What follows belongs to an exercise in optimizing a design on an open flow for small area, a short achievable clock period and few clock cycles per item; a production flow would make more cautious choices. In this exercise RTL edits were held to simulation tests only and were not proved equivalent to the original.

Setup of run 1:
// fq_muldiv32
module fq_muldiv32 (
    input  wire        clk,
    input  wire        rst,
    input  wire        in_valid,
    output wire        in_ready,
    input  wire [2:0]  fn,
    input  wire [31:0] a,
    input  wire [31:0] b,
    output reg         out_valid,
    output reg  [31:0] out_result
);
    reg        s_mul, s_divb, s_div, rdy, first;
    reg [32:0] X;           
    reg [33:0] Y;           
    reg [33:0] R;           
    reg [31:0] L;           
    reg [4:0]  cnt;         
    reg [2:0]  mtot;        
    reg        hi;          
    reg        want_rem, dneg;
    reg        an, bn;      
    reg [5:0]  lza, lzb;    
    reg        o_mul, o_div, o_hi, o_rem, o_neg;
    reg [2:0]  o_mtot;
    assign in_ready = rdy;
    wire accept = in_valid & rdy;
    wire last   = (cnt == 5'd1);
    wire a_sx = (fn == 3'd0) | (fn == 3'd1) | (fn == 3'd3);
    wire b_sx = (fn == 3'd0) | (fn == 3'd1);
    wire e_a  = a_sx & a[31];
    wire e_b  = b_sx & b[31];
    wire f1 = (b[31:7]  == {25{e_b}});
    wire f2 = (b[31:15] == {17{e_b}});
    wire f3 = (b[31:23] == {9{e_b}});
    wire f4 = (b[31] == e_b);
    wire g1 = (a[31:7]  == {25{e_a}});
    wire g2 = (a[31:15] == {17{e_a}});
    wire swap = ~fn[2] & ((g1 & ~f1) | (g2 & ~f2));
    wire [2:0] m_in = swap ? (g1 ? 3'd1 : 3'd2) :
                      f1 ? 3'd1 : f2 ? 3'd2 : f3 ? 3'd3 : f4 ? 3'd4 : 3'd5;
    wire an_in = fn[2] & ~fn[0] & a[31];
    wire bn_in = fn[2] & ~fn[0] & b[31];
    wire [31:0] a1 = a ^ {32{an_in}};
    wire [31:0] b1 = b ^ {32{bn_in}};
    wire [32:0] mx_in = swap ? {e_b, b} : {e_a, a1};
    wire [32:0] my_in = swap ? {e_a, a} : {e_b, b1};
    wire bz_in = (b == 32'd0);
    wire fq_in = bz_in |
                 ((a1[31:3]  == 29'd0) & (b1[31:4]  != 28'd0)) |
                 ((a1[31:7]  == 25'd0) & (b1[31:8]  != 24'd0)) |
                 ((a1[31:11] == 21'd0) & (b1[31:12] != 20'd0)) |
                 ((a1[31:15] == 17'd0) & (b1[31:16] != 16'd0)) |
                 ((a1[31:19] == 13'd0) & (b1[31:20] != 12'd0)) |
                 ((a1[31:23] == 9'd0)  & (b1[31:24] != 8'd0))  |
                 ((a1[31:27] == 5'd0)  & (b1[31:28] != 4'd0));
    reg  [3:0] bneg, bone, btwo;
    wire [8:0] yd_n = accept ? {my_in[7:0], 1'b0} : Y[16:8];
    reg  [3:0] bneg_n, bone_n, btwo_n;
    integer k;
    always @(*) begin
  ...
For scale: roughly 3400 cells after synthesis, ~220 flip-flops, ~100 I/O pins, ~0.028 mm^2 of cells after synthesis.
clock: 15.0 ns
lec_check: 0
cap_margin: 20
core_margin: 2
core_utilization: 55
slew_margin: 20
standard.sh (not shown) runs the stock make flow with config.mk's settings and CLKGATE_MAP_FILE= SYNTH_SCRIPT=/design/flow/synth_recipe.tcl, a recipe that flattens the netlist after the stock synthesis.
==> flow/flow/run.sh <==
#!/bin/bash
# Standard layout, with Yosys's own Brent-Kung carry-lookahead for adders
# (no Kogge-Stone extra map) and the timing repair steps asked to leave
# extra setup slack.
set -euo pipefail
export SYNTH_OPERATIONS_ARGS=-no-rw-check
export SETUP_SLACK_MARGIN=9.5
bash standard.sh > standard_flow.log 2>&1
Testbench counts of run 1, summed over its fixed seeds: cycles 39,819, items 12,000.
Relative to run 1, the following input files were edited for run 2:
Settings: changing CORE_UTILIZATION from 55 to 50.
--- a/flow/flow/run.sh
+++ b/flow/flow/run.sh
@@ -6,3 +6,3 @@
 export SYNTH_OPERATIONS_ARGS=-no-rw-check
-export SETUP_SLACK_MARGIN=9.5
+export SETUP_SLACK_MARGIN=9
 bash standard.sh > standard_flow.log 2>&1
In the flow results for run 2 and run 1, the tightest hold margin is smaller on run 1. Routed wire in run 2 totals more than in run 1. Detailed-routed wire length on met3 ended up about 6.4% lower on run 2 than on run 1.
What run 3 does differently from run 2 at the input level:
Settings: swapping 50 for 55 in CORE_UTILIZATION.
[summary]
- Compared with run 2, in run 3 final weighted congestion in routability-driven placement grew by 0.0083; setup slack after layout now sits higher; utilization higher; number of tapcells decreased by 84 relative to the old numbers.
- When run 3 is set beside run 2, its worst-case reg-to-reg path depth turns out to be 1 larger.
- First-pass GRT wire length: run 3 lower than run 2
- Of the two values seen for critical path capture point, R[27] was produced by run 3 and lzb[0] by run 2.
- The depth of the critical timing path with buffers and inverters included in run 3 sits 13 above the value recorded for run 2.
- Compared run 2 against run 3; maximum clock rate within noise.
- Compared with run 2, run 3 ends up with less cell area.
- In the tables for run 2 and run 3, number of antenna violations at the first check in global routing reads lower with run 3.
- Run 2 vs run 3, origin of the worst setup path: fn[0] vs X[4]
- Across both runs, relative area change from synthesis to final layout was lower for run 3 than for run 2.

== JK ==
The RTL this note starts from:
==> flow/design.v <==
module fq_muldiv32 (
    input  wire        clk,
    input  wire        rst,
    input  wire        in_valid,
    output wire        in_ready,
    input  wire [2:0]  fn,
    input  wire [31:0] a,
    input  wire [31:0] b,
    output reg         out_valid,
    output reg  [31:0] out_result
);
    reg        s_mul, s_divb, s_div, rdy, first;
    reg [32:0] X;           
    reg [33:0] Y;           
    reg [33:0] R;           
    reg [31:0] L;           
    reg [4:0]  cnt;         
    reg [2:0]  mtot;        
    reg        hi;          
    reg        want_rem, dsgn, dneg;
    reg        o_mul, o_div, o_hi, o_rem, o_neg;
    reg [2:0]  o_mtot;
    assign in_ready = rdy;
    wire accept = in_valid & rdy;
    wire last   = (cnt == 5'd1);
    wire a_sx = (fn == 3'd0) | (fn == 3'd1) | (fn == 3'd3);
    wire b_sx = (fn == 3'd0) | (fn == 3'd1);
    wire e_a  = a_sx & a[31];
    wire e_b  = b_sx & b[31];
    wire f1 = (b[31:7]  == {25{e_b}});
    wire f2 = (b[31:15] == {17{e_b}});
    wire f3 = (b[31:23] == {9{e_b}});
    wire f4 = (b[31] == e_b);
    wire g1 = (a[31:7]  == {25{e_a}});
    wire g2 = (a[31:15] == {17{e_a}});
    wire swap = ~fn[2] & ((g1 & ~f1) | (g2 & ~f2));
    wire [2:0] m_in = swap ? (g1 ? 3'd1 : 3'd2) :
                      f1 ? 3'd1 : f2 ? 3'd2 : f3 ? 3'd3 : f4 ? 3'd4 : 3'd5;
    wire [32:0] mx_in = swap ? {e_b, b} : {e_a, a};
    wire [32:0] my_in = swap ? {e_a, a} : {e_b, b};
    wire [31:0] a1 = a ^ {32{~fn[0] & a[31]}};
    wire [31:0] b1 = b ^ {32{~fn[0] & b[31]}};
    wire bz_in = (b == 32'd0);
    wire fq_in = bz_in |
                 ((a1[31:3]  == 29'd0) & (b1[31:4]  != 28'd0)) |
                 ((a1[31:7]  == 25'd0) & (b1[31:8]  != 24'd0)) |
                 ((a1[31:11] == 21'd0) & (b1[31:12] != 20'd0)) |
                 ((a1[31:15] == 17'd0) & (b1[31:16] != 16'd0)) |
                 ((a1[31:19] == 13'd0) & (b1[31:20] != 12'd0)) |
                 ((a1[31:23] == 9'd0)  & (b1[31:24] != 8'd0))  |
                 ((a1[31:27] == 5'd0)  & (b1[31:28] != 4'd0));
    reg  [3:0] bneg, bone, btwo;
    wire [8:0] yd_n = accept ? {my_in[7:0], 1'b0} : Y[16:8];
    reg  [3:0] bneg_n, bone_n, btwo_n;
    integer k;
    always @(*) begin
        for (k = 0; k < 4; k = k + 1) begin
            bone_n[k] = yd_n[2*k+1] ^ yd_n[2*k];
            btwo_n[k] = (yd_n[2*k+2] ^ yd_n[2*k+1]) & ~(yd_n[2*k+1] ^ yd_n[2*k]);
            bneg_n[k] = yd_n[2*k+2] & ~(yd_n[2*k+1] & yd_n[2*k]);
        end
    end
    wire [33:0] ppx [0:3];
    genvar j;
    generate
        for (j = 0; j < 4; j = j + 1) begin : g_booth
            wire [33:0] sel = ({34{bone[j]}} & {X[32], X}) | ({34{btwo[j]}} & {X, 1'b0});
            assign ppx[j] = sel ^ {34{bneg[j]}};
        end
    endgenerate
    wire [33:0] acc = first ? 34'd0 : R;
    wire [41:0] sum = {{8{acc[33]}}, acc}
                    + {{8{ppx[0][33]}}, ppx[0]}
                    + {{6{ppx[1][33]}}, ppx[1], 2'b0}
                    + {{4{ppx[2][33]}}, ppx[2], 4'b0}
                    + {{2{ppx[3][33]}}, ppx[3], 6'b0}
                    + {35'd0, bneg[3], 1'b0, bneg[2], 1'b0, bneg[1], 1'b0, bneg[0]};
    function [5:0] clz32(input [31:0] v);
        reg [1:0] c2 [0:15];
        reg [2:0] c4 [0:7];
        reg [3:0] c8 [0:3];
        reg [4:0] c16 [0:1];
        reg [15:0] z2;
        reg [7:0] z4;
        reg [3:0] z8;
        reg [1:0] z16;
        integer i;
        begin
            for (i = 0; i < 16; i = i + 1) begin
                z2[i] = ~(v[2*i+1] | v[2*i]);
                c2[i] = {1'b0, ~v[2*i+1]};
            end
            for (i = 0; i < 8; i = i + 1) begin
                z4[i] = z2[2*i+1] & z2[2*i];
                c4[i] = z2[2*i+1] ? {2'b01, c2[2*i][0]} : {1'b0, c2[2*i+1]};
            end
            for (i = 0; i < 4; i = i + 1) begin
                z8[i] = z4[2*i+1] & z4[2*i];
                c8[i] = z4[2*i+1] ? {2'b01, c4[2*i][1:0]} : {1'b0, c4[2*i+1]};
            end
            for (i = 0; i < 2; i = i + 1) begin
                z16[i] = z8[2*i+1] & z8[2*i];
                c16[i] = z8[2*i+1] ? {2'b01, c8[2*i][2:0]} : {1'b0, c8[2*i+1]};
            end
            if (z16[1] & z16[0])
                clz32 = 6'd32;
            else
                clz32 = z16[1] ? {2'b01, c16[0][3:0]} : {1'b0, c16[1]};
        end
    endfunction
    wire [31:0] da = X[31:0];
    wire [31:0] db = Y[32:1];
    wire        an = dsgn & da[31];
    wire        bn = dsgn & db[31];
    wire [31:0] aa = an ? (~da + 32'd1) : da;
    wire [31:0] ab = bn ? (~db + 32'd1) : db;
    wire [5:0]  lza = clz32(da ^ {32{an}});
    wire [5:0]  lzb = clz32(db ^ {32{bn}});
    wire        bz  = (db == 32'd0);
    wire [6:0]  tsh = 7'd31 + {1'b0, lza} - {6'd0, an} - {1'b0, lzb};    
    wire        fin = bz | (tsh[6:5] == 2'b01);   
    wire [4:0]  sh  = tsh[6] ? 5'd0 : {tsh[4:1], 1'b0};
    wire [63:0] ash = {32'd0, aa} << sh;
    wire [4:0]  kdiv = 5'd16 - {1'b0, sh[4:1]};
    wire [31:0] d   = X[31:0];
    wire [32:0] rs1 = {R[31:0], L[31]};
    wire [33:0] t1  = {1'b0, rs1} - {2'b0, d};
    wire        q1  = ~t1[33];
    wire [31:0] r1  = q1 ? t1[31:0] : rs1[31:0];
    wire [32:0] rs2 = {r1, L[30]};
    wire [33:0] t2  = {1'b0, rs2} - {2'b0, d};
    wire        q2  = ~t2[33];
    wire [31:0] r2  = q2 ? t2[31:0] : rs2[31:0];
    reg [31:0] mul_res;
    always @(*) begin
        if (!o_hi) begin
            case (o_mtot)
                3'd1:    mul_res = {R[23:0], L[31:24]};
                3'd2:    mul_res = {R[15:0], L[31:16]};
                3'd3:    mul_res = {R[7:0], L[31:8]};
                default: mul_res = L;
            endcase
        end else begin
            case (o_mtot)
                3'd1:    mul_res = {{22{R[33]}}, R[33:24]};
                3'd2:    mul_res = {{14{R[33]}}, R[33:16]};
                3'd3:    mul_res = {{6{R[33]}}, R[33:8]};
                3'd4:    mul_res = R[31:0];
                default: mul_res = {R[23:0], L[31:24]};
            endcase
        end
    end
    wire [31:0] dv      = o_rem ? R[31:0] : L;
    wire [31:0] div_res = o_neg ? (~dv + 32'd1) : dv;
    always @(posedge clk) begin
        if (rst) begin
            s_mul     <= 1'b0;
            s_divb    <= 1'b0;
            s_div     <= 1'b0;
            rdy       <= 1'b1;
            o_mul     <= 1'b0;
            o_div     <= 1'b0;
            out_valid <= 1'b0;
        end else begin
            out_valid <= o_mul | o_div;
            o_mul     <= s_mul & last;
            o_div     <= (s_div & last) | (s_divb & fin);
            if (s_mul & last)  s_mul  <= 1'b0;
            if (s_divb)        s_divb <= 1'b0;
            if (s_divb & !fin) s_div  <= 1'b1;
            if (s_div & last)  s_div  <= 1'b0;
            if (accept) begin
                s_mul  <= ~fn[2];
                s_divb <= fn[2];
            end
            if (accept)
                rdy <= fn[2] ? fq_in : (m_in == 3'd1);
            else if ((s_mul | s_div) & !last)
                rdy <= (cnt == 5'd2);
            else if (s_divb)
                rdy <= fin | (kdiv == 5'd1);
            else
                rdy <= 1'b1;
        end
    end
    always @(posedge clk) begin
        out_result <= o_mul ? mul_res : div_res;
        if (s_mul & last) begin
            o_mtot <= mtot;
            o_hi   <= hi;
        end
        if ((s_div & last) | s_divb) begin
            o_rem <= want_rem;
            o_neg <= s_divb ? (want_rem ? an : (an ^ bn) & !bz) : dneg;
        end
        first <= accept;
        Y     <= accept ? {my_in, 1'b0} : {{8{Y[33]}}, Y[33:8]};
        bneg  <= bneg_n;
        bone  <= bone_n;
        btwo  <= btwo_n;
        if (accept) begin
            X        <= mx_in;
            cnt      <= {2'b00, m_in};
            mtot     <= m_in;
            hi       <= (fn[1:0] != 2'd0);
            want_rem <= fn[1];
            dsgn     <= ~fn[0];
        end else if (s_mul) begin
            cnt <= cnt - 5'd1;
        end else if (s_divb) begin
            X    <= {1'b0, ab};
            cnt  <= kdiv;
            dneg <= want_rem ? an : (an ^ bn);
        end else if (s_div) begin
            cnt <= cnt - 5'd1;
        end
        if (s_mul) begin
            R <= sum[41:8];
            L <= {sum[7:0], L[31:8]};
        end else if (s_divb) begin
            R <= {2'b00, fin ? aa : ash[63:32]};
            L <= fin ? {32{bz}} : ash[31:0];
        end else begin
            R <= {2'b00, r2};
            L <= {L[29:0], q1, q2};
        end
    end
endmodule
Settings: LEC_CHECK=0, CAP_MARGIN=70, CORE_MARGIN=2, CORE_UTILIZATION=40, SLEW_MARGIN=70; clock period 15.0 ns.
==> flow/flow/run.sh <==
#!/bin/bash
# Standard layout, with Yosys's own Brent-Kung carry-lookahead for adders
# (no Kogge-Stone extra map) and the timing repair steps asked to leave
# extra setup slack.
set -euo pipefail
export SYNTH_OPERATIONS_ARGS=-no-rw-check
export SETUP_SLACK_MARGIN=9
bash standard.sh > standard_flow.log 2>&1
Testbench counts of JK, summed over its fixed seeds: cycles 39,819, items 12,000.
--- input diff JK..MS ---
Settings: a change of CORE_UTILIZATION from 40 to 55.
--- a/flow/flow/run.sh
+++ b/flow/flow/run.sh
@@ -6,3 +6,3 @@
 export SYNTH_OPERATIONS_ARGS=-no-rw-check
-export SETUP_SLACK_MARGIN=9
+export SETUP_SLACK_MARGIN=9.5
 bash standard.sh > standard_flow.log 2>&1
Results
Non-clock buffer count was higher in MS than in JK.
Comparing register share of the cell area for MS and JK, the bigger number came from JK.
The inputs of AL differ from those of MS as listed below.
--- a/flow/flow/run.sh
+++ b/flow/flow/run.sh
@@ -6,3 +6,3 @@
 export SYNTH_OPERATIONS_ARGS=-no-rw-check
-export SETUP_SLACK_MARGIN=9.5
+export SETUP_SLACK_MARGIN=8.5
 bash standard.sh > standard_flow.log 2>&1
==> results.txt <==
Worst hold slack delta for AL relative to MS: 0.022 ns higher. As of AL, pin count of the biggest net entering global routing had risen by a few percent compared to MS. AL against MS: cell depth of the worst setup path moved up, proportion of cell area occupied by registers went up 1.9 points.
Inputs modified between AL and TR:
Settings: swapping 55 for 40 in CORE_UTILIZATION.
==> flow/flow/run.sh <==
#!/bin/bash
# Standard layout, with the timing repair steps asked to leave extra setup slack.
set -euo pipefail
export SETUP_SLACK_MARGIN=${MARGIN:-8.5}
bash standard.sh > standard_flow.log 2>&1
==> comparison <==
- TR finished all stages; the layout is clean.
- Relative to AL, first-iteration DRC count increased by 12 in TR.
- Measured against each other, AL and TR differ in number of different library cells in the post-synthesis netlist, the lower figure coming from AL.
- Against AL, wire length on met3 in TR fell by a few percent.
- TR against AL: well tap count rose 41%, per-cell routed wire length fell 0.96%, utilization after layout fell 16 points, area growth from synthesis to layout rose 2.9 points.
diff inputs: TR => PW
Settings: swapping 40 for 60 in CORE_UTILIZATION.
==> flow/flow/run.sh <==
#!/bin/bash
# Standard layout, with Yosys's own Brent-Kung carry-lookahead for adders
# (no Kogge-Stone extra map) and the timing repair steps asked to leave
# extra setup slack.
set -euo pipefail
export SYNTH_OPERATIONS_ARGS=-no-rw-check
export SETUP_SLACK_MARGIN=9
bash standard.sh > standard_flow.log 2>&1
--- outcome ---
PW against TR: final worst-path cycle share down 2.5 points; site row count moved down; latest clock arrival within the worst-skew pair lost 0.03 ns; multi-input gate share of total cell area fell by 0.59 points.
Diff TR and PW: adder and majority gate portion of the synthesized area higher in PW
Number of non-clock buffers in the layout up about 16% in PW wrt TR
Between TR and PW, the clock transition time at the flip-flop clock pins of the worst setup and hold paths figures differ only marginally.
From PW to TR, number of logic stages on the critical path including buffering did not move at all.
Core footprint (lower): PW
The post-detailed-placement half-perimeter wirelength number comes out higher for TR vs PW.

==> re-timing with driven ports <==
The results above use ideal ports. As a check the final layouts listed here were re-extracted and re-timed, cells and wires unchanged. Step 1 sets driving cells, clkbuf_16 on the clock port and buf_2 on the other inputs (assumed; they add their load-dependent delay and slew). Step 2 times the ports against the registers' clock, not the clock port: input delays grow and output delays shrink by t, the midpoint of the rising clock arrivals with the driver on. Slacks: ideal ports / drivers / drivers and shift; pairs: ideal ports / drivers.
run	shift t [ns]	setup slack, ns	worst hold slack (ns)	worst setup path after step 2	pins driven straight from the clock port
run 1	0.630	9.201 / 9.201 / 8.951	0.402 / 0.402 / 0.402	input to register	1
run 2	0.623	9.083 / 9.088 / 8.494	0.419 / 0.419 / 0.419	input to register	1
run 3	0.623	9.100 / 9.100 / 8.590	0.421 / 0.421 / 0.421	input to register	1
JK	0.648	9.047 / 9.047 / 8.525	0.422 / 0.422 / 0.422	input to register	1
MS	0.631	9.116 / 9.116 / 8.922	0.424 / 0.424 / 0.424	input to register	1
AL	0.627	8.613 / 8.613 / 8.487	0.446 / 0.446 / 0.446	input to register	1
TR	0.653	8.665 / 8.665 / 8.162	0.458 / 0.458 / 0.458	input to register	1
PW	0.623	9.043 / 9.043 / 8.591	0.430 / 0.430 / 0.430	input to register	1
After both steps every run listed still meets setup and hold. For run 2, which loses most, drivers alone change the setup slack by +0.005 ns; drivers and shift together by -0.589 ns.
